This design comes from an exercise in tuning for small area, a short achievable clock period and few clock cycles on the open sky130 flow, not from production work.
Function was checked by simulation only, so behaviour that the tests miss may differ from the original.

==> run a: inputs <==
## coat_rs_dec
module coat_rs_dec (
    input  wire         clk,
    input  wire         rst,           
    input  wire         in_valid,
    output wire         in_ready,
    input  wire         in_profile,    
    input  wire [639:0] in_word,       
    output wire         out_valid,
    output wire [1:0]   out_status,    
    output wire [639:0] out_word,
    output wire [3:0]   out_nsym,      
    output wire         out_dev_valid,
    output wire [3:0]   out_dev
);
make LEC_CHECK=0 CAP_MARGIN=30 CORE_MARGIN=2 CORE_UTILIZATION=35 PLACE_DENSITY=0.55 SETUP_SLACK_MARGIN=5.0 SLEW_MARGIN=30 TNS_END_PERCENT=10 finish   # period 9.0 ns
run.sh (not shown) runs the stock make flow with config.mk's settings and CLKGATE_MAP_FILE= SYNTH_SCRIPT=/design/flow/synth_recipe.tcl, a recipe that flattens the netlist after the stock synthesis.
==> run b (differences from run a) <==
--- a/flow/design.v
+++ b/flow/design.v
@@ -3,17 +3,17 @@
     input  wire         rst,           
     input  wire         in_valid,
     output wire         in_ready,
     input  wire         in_profile,    
     input  wire [639:0] in_word,       
     output wire         out_valid,
-    output wire [1:0]   out_status,    
+    output reg  [1:0]   out_status,    
     output wire [639:0] out_word,
-    output wire [3:0]   out_nsym,      
+    output reg  [3:0]   out_nsym,      
     output wire         out_dev_valid,
-    output wire [3:0]   out_dev
+    output reg  [3:0]   out_dev
 );
     function [7:0] gf_mul;
         input [7:0] a;
         input [7:0] b;
         integer i;
         reg [7:0] p;
@@ -25,68 +25,12 @@
                 if (b[i]) p = p ^ aa;
                 aa = {aa[6:0], 1'b0} ^ (aa[7] ? 8'h1d : 8'h00);
             end
             gf_mul = p;
         end
     endfunction
-    function [3:0] g16;
-        input [3:0] a;
-        input [3:0] b;
-        integer i;
-        reg [6:0] p;
-        begin
-            p = 7'd0;
-            for (i = 0; i < 4; i = i + 1)
-                if (b[i]) p = p ^ ({3'b000, a} << i);
-            for (i = 6; i > 3; i = i - 1)
-                if (p[i]) p = p ^ (7'h13 << (i - 4));
-            g16 = p[3:0];
-        end
-    endfunction
-    function [7:0] cmul;
-        input [7:0] a;
-        input [7:0] b;
-        reg [3:0] h, m, l;
-        begin
-            h = g16(a[7:4], b[7:4]);
-            m = g16(a[7:4] ^ a[3:0], b[7:4] ^ b[3:0]);
-            l = g16(a[3:0], b[3:0]);
-            cmul = {m ^ l, l ^ g16(h, 4'h8)};
-        end
-    endfunction
-    function [7:0] cmul2;
-        input [7:0] a;
-        input [7:0] b;
-        input [7:0] c;
-        input [7:0] d;
-        reg [3:0] h, m, l;
-        begin
-            h = g16(a[7:4], b[7:4]) ^ g16(c[7:4], d[7:4]);
-            m = g16(a[7:4] ^ a[3:0], b[7:4] ^ b[3:0]) ^ g16(c[7:4] ^ c[3:0], d[7:4] ^ d[3:0]);
-            l = g16(a[3:0], b[3:0]) ^ g16(c[3:0], d[3:0]);
-            cmul2 = {m ^ l, l ^ g16(h, 4'h8)};
-        end
-    endfunction
-    function [7:0] phi;
-        input [7:0] a;
-        begin
-            phi = (a[0] ? 8'h01 : 8'h00) ^ (a[1] ? 8'h21 : 8'h00) ^
-                  (a[2] ? 8'h47 : 8'h00) ^ (a[3] ? 8'h2b : 8'h00) ^
-                  (a[4] ? 8'h3d : 8'h00) ^ (a[5] ? 8'hc8 : 8'h00) ^
-                  (a[6] ? 8'h4f : 8'h00) ^ (a[7] ? 8'h13 : 8'h00);
-        end
-    endfunction
-    function [7:0] phinv;
-        input [7:0] a;
-        begin
-            phinv = (a[0] ? 8'h01 : 8'h00) ^ (a[1] ? 8'h4e : 8'h00) ^
-                    (a[2] ? 8'h99 : 8'h00) ^ (a[3] ? 8'h44 : 8'h00) ^
-                    (a[4] ? 8'hcf : 8'h00) ^ (a[5] ? 8'h03 : 8'h00) ^
-                    (a[6] ? 8'hd2 : 8'h00) ^ (a[7] ? 8'hb6 : 8'h00);
-        end
-    endfunction
     function [7:0] gf_pow;
         input integer n;
         integer i, e;
         reg [7:0] p;
         begin
             e = n % 255;
@@ -470,13 +414,13 @@
         input [127:0] s;
         input         p;
         input         a;
         input integer i;
         begin
             if (i < 16 && (!p || i < 8))
-                ri_init = phi(s[8*i +: 8] ^ (a ? 8'h00 : mask_syn(p, i[3:0])));
+                ri_init = s[8*i +: 8] ^ (a ? 8'h00 : mask_syn(p, i[3:0]));
             else if (i == (p ? 12 : 24))
                 ri_init = 8'h01;
             else
                 ri_init = 8'h00;
         end
     endfunction
@@ -485,23 +429,23 @@
             for (gi = 0; gi < NPE; gi = gi + 1) begin : g_pe
                 if (gi == NPE - 1) begin : g_top
                     assign dup[gm][gi] = 8'h00;
                 end else begin : g_mid
                     assign dup[gm][gi] = dl[gm][gi + 1];
                 end
-                assign nd[gm][gi] = cmul2(gmm[gm], dup[gm][gi], dl[gm][0], th[gm][gi]);
+                assign nd[gm][gi] = gf_mul(gmm[gm], dup[gm][gi]) ^ gf_mul(dl[gm][0], th[gm][gi]);
             end
             assign bgrow[gm] = (dl[gm][0] != 8'h00) && ({bln[gm], 1'b0} <= {2'b00, br});
         end
     endgenerate
     always @(*) begin
         for (d = 0; d < 2; d = d + 1) begin
             for (q = 0; q < 9; q = q + 1)
-                b_lam[d][8*q +: 8] = phinv(pb ? ((q <= 4) ? dl[d][4 + q] : 8'h00) : dl[d][8 + q]);
+                b_lam[d][8*q +: 8] = pb ? ((q <= 4) ? dl[d][4 + q] : 8'h00) : dl[d][8 + q];
             for (q = 0; q < 8; q = q + 1)
-                b_om[d][8*q +: 8] = phinv((pb && q >= 4) ? 8'h00 : dl[d][q]);
+                b_om[d][8*q +: 8] = (pb && q >= 4) ? 8'h00 : dl[d][q];
         end
     end
     localparam [2:0] C_IDLE = 3'd0, C_P1 = 3'd1, C_UNDO = 3'd2, C_PP = 3'd3, C_OUT = 3'd4;
     reg  [2:0]   cs;
     reg  [3:0]   cc;
     reg  [639:0] wc;
@@ -593,13 +537,13 @@
             qomn   <= b_om[1];
             qlenn  <= lenn_b;
         end
     end
     wire       dev_hit  = f2v && (f2r != 8'd0) && (cs == C_P1);
     wire [3:0] dev_now  = cyc_dev(pc, f2c);
-    wire       mism_now = mism || (dev_hit && seen && (dev_h != dev_now));
+    wire       mism_now = mism || (dev_hit && seen && (out_dev != dev_now));
     reg        va_n, adone_n;
     reg  [1:0] bs_n;
     reg        qv_n;
     reg  [2:0] cs_n;
     always @(*) begin
         va_n    = rst ? 1'b0 : (a_take ? in_valid : va);
@@ -631,47 +575,25 @@
         endcase
         if (qc_x) cs_n = (qclean || qfar) ? C_OUT : C_P1;
         if (rst) cs_n = C_IDLE;
     end
     wire c_free_n = (cs_n == C_IDLE) || (cs_n == C_OUT);
     wire b_free_n = (bs_n == B_IDLE) || (((bs_n == B_DONE) || (bs_n == B_CLEAN)) && (!qv_n || c_free_n));
-    reg        in_ready_r, out_valid_r, out_dev_valid_r;
-    reg  [1:0] out_status_r;
-    reg  [3:0] out_nsym_r, out_dev_r;
-    reg  [3:0] dev_h;              
+    reg in_ready_r, out_valid_r, out_dev_valid_r;
     assign in_ready      = in_ready_r;
     assign out_valid     = out_valid_r;
     assign out_dev_valid = out_dev_valid_r;
-    assign out_status    = out_status_r;
-    assign out_nsym      = out_nsym_r;
-    assign out_dev       = out_dev_r;
     assign out_word      = wc;
     always @(posedge clk) begin
         va          <= va_n;
         adone       <= adone_n;
         bs          <= bs_n;
         qv          <= qv_n;
         cs          <= cs_n;
         in_ready_r  <= !va_n || (adone_n && b_free_n);
         out_valid_r <= (cs_n == C_OUT);
-        if (qc_x) begin
-            out_status_r <= qclean ? 2'd0 : 2'd3;
-            out_nsym_r   <= 4'd0;
-        end else if (okp) begin
-            out_status_r <= 2'd2;
-            out_nsym_r   <= cntp;
-        end else if (okn && cs == C_P1) begin
-            out_status_r <= 2'd1;
-            out_nsym_r   <= cntn;
-        end else begin
-            out_status_r <= 2'd3;
-            out_nsym_r   <= 4'd0;
-        end
-        out_dev_valid_r <= !qc_x && (cs == C_P1) && !okp && okn && !pc &&
-                           (cntn >= 4'd3) && !mism_now;
-        out_dev_r       <= seen ? dev_h : dev_now;
     end
     always @(posedge clk) begin
         if (a_take) begin
             wa         <= in_word;
             pa         <= in_profile;
             {ahi, alo} <= chunk(in_word, in_profile, 3'd0);
@@ -737,13 +659,13 @@
         if (rv) begin
             cntp <= cntp + pop8(rr0);
             cntn <= cntn + pop8(rr1);
         end
         if (dev_hit) begin
             seen <= 1'b1;
-            if (!seen) dev_h <= dev_now;
+            if (!seen) out_dev <= dev_now;
         end
         mism <= mism_now;
         if (qc_x) begin
             pc    <= qp;
             clamp <= qlamp;
             comp  <= qomp;
@@ -757,14 +679,27 @@
             wnen  <= (qlenn <= (qp ? 5'd4 : 5'd8));
             cntp  <= 4'd0;
             cntn  <= 4'd0;
             cc    <= 4'd0;
             mism  <= 1'b0;
             seen  <= 1'b0;
+            out_dev_valid_r <= 1'b0;
+            out_status <= qclean ? 2'd0 : 2'd3;
+            out_nsym   <= 4'd0;
         end else if (cc == 4'd11 && (cs == C_P1 || cs == C_UNDO)) begin
             cc <= 4'd0;
+            if (cs == C_P1) begin
+                if (okp) begin
+                    out_status <= 2'd2;
+                    out_nsym   <= cntp;
+                end else if (okn) begin
+                    out_status <= 2'd1;
+                    out_nsym   <= cntn;
+                    out_dev_valid_r <= !pc && (cntn >= 4'd3) && !mism_now;
+                end
+            end
             if (cs_n == C_UNDO) begin
                 e1 <= clamn;
                 e2 <= {8'h00, comn};
             end else begin
                 e1 <= clamp;
                 e2 <= {8'h00, comp};
@@ -773,12 +708,15 @@
     end
     generate
         for (gb = 0; gb < 80; gb = gb + 1) begin : g_wc
             localparam [3:0] CR = byte_cyc(1'b0, gb);
             localparam [3:0] CS = byte_cyc(1'b1, gb);
             wire hit = f2v && f2r[gb % 8] && (f2c == (pc ? CS : CR));
-            always @(posedge clk)
-                wc[8*gb +: 8] <= qc_x ? qw[8*gb +: 8]
-                                      : (wc[8*gb +: 8] ^ (fe[8*(gb % 8) +: 8] & {8{hit}}));
+            always @(posedge clk) begin
+                if (qc_x)
+                    wc[8*gb +: 8] <= qw[8*gb +: 8];
+                else if (hit)
+                    wc[8*gb +: 8] <= wc[8*gb +: 8] ^ fe[8*(gb % 8) +: 8];
+            end
         end
     endgenerate
 endmodule
CAP_MARGIN = 20   (was 30)
SLEW_MARGIN = 20   (was 30)
TNS_END_PERCENT = not set   (was 10)
==> notes <==
Run b completed and failed the layout checks on max-capacitance violations, max-slew violations. Run a passed the timing, design-rule and antenna checks. Area after synthesis: run b is larger than run a (about 4.7%). In run b the global-route usage is higher than in run a, by 2.1 points. Sequential share of layout area is about the same in run a and run b. Against run a, the first-iteration DRC count of run b is higher by about 15%. In run b the synthesized cell count is higher than in run a, by about 2%. Against run a, the critical path depth of run b is lower by 2.
==> figures <==
                                                                      run a                                            run b
Run status                                          complete, no violations                         finished with violations
Layout check failures                                                     -  max-capacitance violations, max-slew violations
Well-tap cell count                                                   13.3k                                            14.0k
DR vias/cell                                                           5.86                                             6.08
Register area                                                  132,000 um^2                                     138,000 um^2
Global routing usage on met3                                          17.2%                                            20.6%
Util after Layout                                                     41.5%                                            41.6%
Final Routed Wirelength                                             2290 mm                                          2530 mm
Setup skew after layout                                            0.208 ns                                         0.106 ns
Maximum achievable frequency                                      0.212 GHz                                        0.229 GHz
Net count after synthesis                                             38.6k                                            39.3k
Filler cell count in the final layout                                 97.5k                                             101k
Share of the synthesized area in the top cell type                    30.9%                                            34.7%
Testbench counts of run a, summed over its fixed seeds: cycles 11,499.
Testbench counts of run b, summed over its fixed seeds: cycles 11,499.

## re-timing with driven ports
No port has a modelled driver above. Below, the same layouts with a new extraction and two added sets of constraints. Step 1: set_driving_cell puts a clkbuf_16 on clk and a buf_2 on each other input, an assumption about the parent block. Step 2, shift: input delay + t, output delay - t, t = (earliest + latest rising clock arrival at the registers) / 2. This alone moves slack from input paths to output paths. a / b / c = no drivers / after step 1 / after step 2; a / b = the first two.
run | shift t [ns] | slack for setup (ns) | worst setup path after step 2
run a | 1.284 | 4.283 / 4.283 / 4.194 | input to register
run b | 1.326 | 4.635 / 4.635 / 4.028 | input to register
The setup slack of run b, which loses most, moves by 0.000 ns with the drivers and by -0.607 ns with both steps.
